From an optimization exercise on the open Yosys and OpenROAD flow, aimed at small area; shortcuts taken in it are not production practice.
Power and IR drop assume default switching activity.

// chk_unit
module chk_unit (
    input  wire        clk,
    input  wire        rst,
    input  wire        req_valid,
    input  wire        req_write,
    input  wire [6:0]  req_addr,
    input  wire [31:0] req_wdata,
    input  wire [2:0]  req_src,
    input  wire [2:0]  req_jet,
    output reg         rsp_valid,
    output reg         rsp_denied,
    output reg  [31:0] rsp_rdata,
    input  wire [7:0]  fold_addr,
    input  wire        tick_ms,
    input  wire        jet_stop,
    input  wire [2:0]  jet_stop_id,
    input  wire        steward_stop,
    input  wire        lockout,
    output wire        mismatch_evt,
    output reg  [2:0]  mismatch_ch
);
Size: about 100 I/O pins, about 63,000 um2 of cells after synthesis.
Settings: LEC_CHECK=0, CAP_MARGIN=10, CORE_MARGIN=2, CORE_UTILIZATION=60, SLEW_MARGIN=10; clock period 13.0 ns.
standard.sh (not shown) runs the stock make flow with config.mk's settings and CLKGATE_MAP_FILE= SYNTH_SCRIPT=/design/flow/synth_recipe.tcl, a recipe that flattens the netlist after the stock synthesis.
==> flow/flow/run.sh <==
#!/bin/bash
# Own layout flow.
# 1. The standard synthesis (standard.sh synth).
# 2. The same synthesis again with an area-oriented ABC mapping script
#    (area_synth.tcl, abc_area_map.script, bias_lib.py); its netlist replaces
#    the standard one only if it holds exactly the same registers (names and
#    cell types).
# 3. The standard ORFS layout steps, with clock tree and port buffer
#    settings of our own.
# Each tool's output goes to a log of its own in this folder.
set -euo pipefail
W=$(pwd)
R=$W/orfs/results/$FLOW_PLATFORM/chk_unit/base
A=$W/orfs_area/results/$FLOW_PLATFORM/chk_unit/base

bash standard.sh synth > 1_standard_synth.log 2>&1
cp $R/1_2_yosys.v $W/standard_synth.v

python3 flow/bias_lib.py $FLOW_HOME/platforms/$FLOW_PLATFORM/lib/sky130_fd_sc_hd__tt_025C_1v80.lib \
  $W/abc_bias.lib 5.0 > 2_bias_lib.log 2>&1
if bash standard.sh WORK_HOME=$W/orfs_area SYNTH_SCRIPT=$W/flow/area_synth.tcl synth \
     > 2_area_synth.log 2>&1 \
   && python3 flow/regs_match.py $W/standard_synth.v $A/1_2_yosys.v > 2_regs_match.log 2>&1; then
  cp $A/1_2_yosys.v $R/1_2_yosys.v
  touch $R/1_2_yosys.v
fi

bash standard.sh \
  "CTS_ARGS=-sink_clustering_enable -repair_clock_nets -sink_clustering_size 10 -sink_clustering_max_diameter 40 -buf_list sky130_fd_sc_hd__clkbuf_4 -dont_use_dummy_load" \
  "BUFFER_PORTS_ARGS=-buffer_cell sky130_fd_sc_hd__buf_1" \
  finish > 3_layout.log 2>&1
Other scripts of this flow, unchanged in this note and not shown: flow/flow/abc_area_map.script, flow/flow/area_synth.tcl, flow/flow/bias_lib.py, flow/flow/regs_match.py
==> next run, changes <==
--- a/flow/flow/run.sh
+++ b/flow/flow/run.sh
@@ -27,5 +27,5 @@
 
 bash standard.sh \
-  "CTS_ARGS=-sink_clustering_enable -repair_clock_nets -sink_clustering_size 10 -sink_clustering_max_diameter 40 -buf_list sky130_fd_sc_hd__clkbuf_4 -dont_use_dummy_load" \
+  "CTS_ARGS=-sink_clustering_enable -repair_clock_nets -sink_clustering_size 18 -sink_clustering_max_diameter 60 -buf_list sky130_fd_sc_hd__clkbuf_8 -dont_use_dummy_load" \
   "BUFFER_PORTS_ARGS=-buffer_cell sky130_fd_sc_hd__buf_1" \
   finish > 3_layout.log 2>&1
=> The changed run went through all stages and came out clean; fmax is lower by 2.2%; design area barely changes; critical path depth stays the same; sequential cell count does not change; global-route usage is lower by 0.32 points; via count fell by 1.4%; register-to-register slack improves by 40 ps; wire length decreases by 0.54%; synthesized area is unchanged; final cell count decreases by 1.2%; setup slack got worse by 270 ps.
==> next run, changes <==
--- a/flow/flow/run.sh
+++ b/flow/flow/run.sh
@@ -18,5 +18,5 @@
 
 python3 flow/bias_lib.py $FLOW_HOME/platforms/$FLOW_PLATFORM/lib/sky130_fd_sc_hd__tt_025C_1v80.lib \
-  $W/abc_bias.lib 5.0 > 2_bias_lib.log 2>&1
+  $W/abc_bias.lib 3.0 > 2_bias_lib.log 2>&1
 if bash standard.sh WORK_HOME=$W/orfs_area SYNTH_SCRIPT=$W/flow/area_synth.tcl synth \
      > 2_area_synth.log 2>&1 \
@@ -27,5 +27,5 @@
 
 bash standard.sh \
-  "CTS_ARGS=-sink_clustering_enable -repair_clock_nets -sink_clustering_size 18 -sink_clustering_max_diameter 60 -buf_list sky130_fd_sc_hd__clkbuf_8 -dont_use_dummy_load" \
+  "CTS_ARGS=-sink_clustering_enable -repair_clock_nets -sink_clustering_size 16 -sink_clustering_max_diameter 60 -buf_list sky130_fd_sc_hd__clkbuf_8 -dont_use_dummy_load" \
   "BUFFER_PORTS_ARGS=-buffer_cell sky130_fd_sc_hd__buf_1" \
   finish > 3_layout.log 2>&1
Result:
- power goes up by 0.73%
- worst hold slack gets better by 82 ps
- sequential share of layout area barely changes
- fmax shrinks by 2.1%
- sequential cell count is unchanged
- utilization stays flat
- register-to-register slack got worse by 240 ps
- design area stays flat
- die area barely changes
==> next run, changes <==
--- a/flow/flow/run.sh
+++ b/flow/flow/run.sh
@@ -18,5 +18,5 @@
 
 python3 flow/bias_lib.py $FLOW_HOME/platforms/$FLOW_PLATFORM/lib/sky130_fd_sc_hd__tt_025C_1v80.lib \
-  $W/abc_bias.lib 3.0 > 2_bias_lib.log 2>&1
+  $W/abc_bias.lib 5.0 > 2_bias_lib.log 2>&1
 if bash standard.sh WORK_HOME=$W/orfs_area SYNTH_SCRIPT=$W/flow/area_synth.tcl synth \
      > 2_area_synth.log 2>&1 \
Effect: Routed wire length hardly moves. Setup slack improved by 90 ps. Non-clock buffer count went down by 7.
No run of this note included a check of the RTL's function; only the layout flow was run.

---

Setup of amber:
chk_unit, a different RTL version from the one above (not shown whole).
Size: about 4300 cells after synthesis, roughly 100 I/O pins, ~63000 um2 of cells after synthesis.
export LEC_CHECK = 0
export CAP_MARGIN = 10
export CORE_MARGIN = 2
export CORE_UTILIZATION = 65
export GPL_ROUTABILITY_DRIVEN = 0
export SLEW_MARGIN = 10
create_clock -name core_clock -period 13.0 [get_ports {clk}]
==> flow/flow/run.sh <==
#!/bin/bash
# Own layout flow.
# 1. The standard synthesis (standard.sh synth).
# 2. The same synthesis again with an area-oriented ABC mapping script
#    (area_synth.tcl, abc_area_map.script, bias_lib.py); its netlist replaces
#    the standard one only if it holds exactly the same registers (names and
#    cell types).
# 3. The standard ORFS layout steps, with clock tree and port buffer
#    settings of our own.
# Each tool's output goes to a log of its own in this folder.
set -euo pipefail
W=$(pwd)
R=$W/orfs/results/$FLOW_PLATFORM/chk_unit/base
A=$W/orfs_area/results/$FLOW_PLATFORM/chk_unit/base

bash standard.sh synth > 1_standard_synth.log 2>&1
cp $R/1_2_yosys.v $W/standard_synth.v

python3 flow/bias_lib.py $FLOW_HOME/platforms/$FLOW_PLATFORM/lib/sky130_fd_sc_hd__tt_025C_1v80.lib \
  $W/abc_bias.lib 5.0 > 2_bias_lib.log 2>&1
if bash standard.sh WORK_HOME=$W/orfs_area SYNTH_SCRIPT=$W/flow/area_synth.tcl synth \
     > 2_area_synth.log 2>&1 \
   && python3 flow/regs_match.py $W/standard_synth.v $A/1_2_yosys.v > 2_regs_match.log 2>&1; then
  cp $A/1_2_yosys.v $R/1_2_yosys.v
  touch $R/1_2_yosys.v
fi

bash standard.sh \
  "CTS_ARGS=-sink_clustering_enable -repair_clock_nets -sink_clustering_size 10 -sink_clustering_max_diameter 40 -buf_list sky130_fd_sc_hd__clkbuf_4 -dont_use_dummy_load" \
  "BUFFER_PORTS_ARGS=-buffer_cell sky130_fd_sc_hd__buf_1" \
  finish > 3_layout.log 2>&1
Other scripts of this flow, unchanged in this note and not shown: flow/flow/abc_area_map.script, flow/flow/area_synth.tcl, flow/flow/bias_lib.py, flow/flow/regs_match.py
Both conditions hold for amber: the flow ran to the end and the final layout passed the timing, DRC and antenna checks.
--- input diff amber..indigo ---
- an added PLACE_DENSITY of 0.72
- a change of CORE_UTILIZATION from 65 to 60
Results
- As of indigo, number of nets in the layout had fallen slightly compared to amber.
- Looking at amber and indigo, the area occupied by multi-input gates is a wash.
- On indigo: data required time of the critical path is 150 ps higher than what amber gave.
- Area share of buffers outside the clock network ended up 0.32 points lower on indigo than on amber.
- Going from amber to indigo, the die area was enlarged.
- Looking at amber and indigo, the share of power burned in combinational logic is a wash.
[inputs] pepper vs indigo
- PLACE_DENSITY no longer set, was 0.72
- Synthesized area: pepper vs indigo identical
- Proportion of cell area spent on the clock network delta (indigo -> pepper): insignificant
- Clock-buffer cell count, pepper and indigo: higher on pepper
- Taking pepper over indigo, the non-clock buffer count ratio works out to 1.07.
- [compare] base=indigo new=pepper: final max-slew violation count closely matched the old numbers; pre-CTS worst setup slack fell 220 ps; peak supply drop went up 24%.
- pepper vs indigo — core utilization rose 0.20 points.
No functional check of the RTL was part of any run of this note.

==> re-timing with driven ports <==
Ports are ideal in the flow. The routed layouts listed here were re-timed in OpenROAD.
Step 1, drivers: a clkbuf_16 drives clk and a buf_2 each remaining input, both assumed.
Step 2 also shifts input and output timing later by t, the mid clock arrival at the registers, as if the neighbouring blocks saw the same clock.
Slacks: no drivers / after step 1 / after step 2; pairs: no drivers / after step 1.
| run | t, ns | setup slack, ns | latest minus earliest clock arrival (ns) |
|---|---|---|---|
| the first run of note 1 | 1.129 | 1.219 / 1.164 / 0.035 | 0.201 / 0.201 |
| the second run of note 1 | 0.825 | 0.949 / 0.894 / 0.070 | 0.205 / 0.205 |
| the third run of note 1 | 0.857 | 0.692 / 0.738 / -0.119 | 0.101 / 0.101 |
| the fourth run of note 1 | 0.875 | 0.782 / 0.734 / -0.142 | 0.149 / 0.149 |
| amber | 1.161 | 0.670 / 0.718 / -0.444 | 0.165 / 0.165 |
| indigo | 1.181 | 1.115 / 1.159 / -0.022 | 0.183 / 0.182 |
| pepper | 1.157 | 1.094 / 1.149 / -0.008 | 0.160 / 0.160 |
With both steps, setup timing fails in 5 of these runs, where it was met with ideal ports. The setup slack of the first run of note 1, which loses most, moves by -0.055 ns with the drivers and by -1.184 ns with both steps.
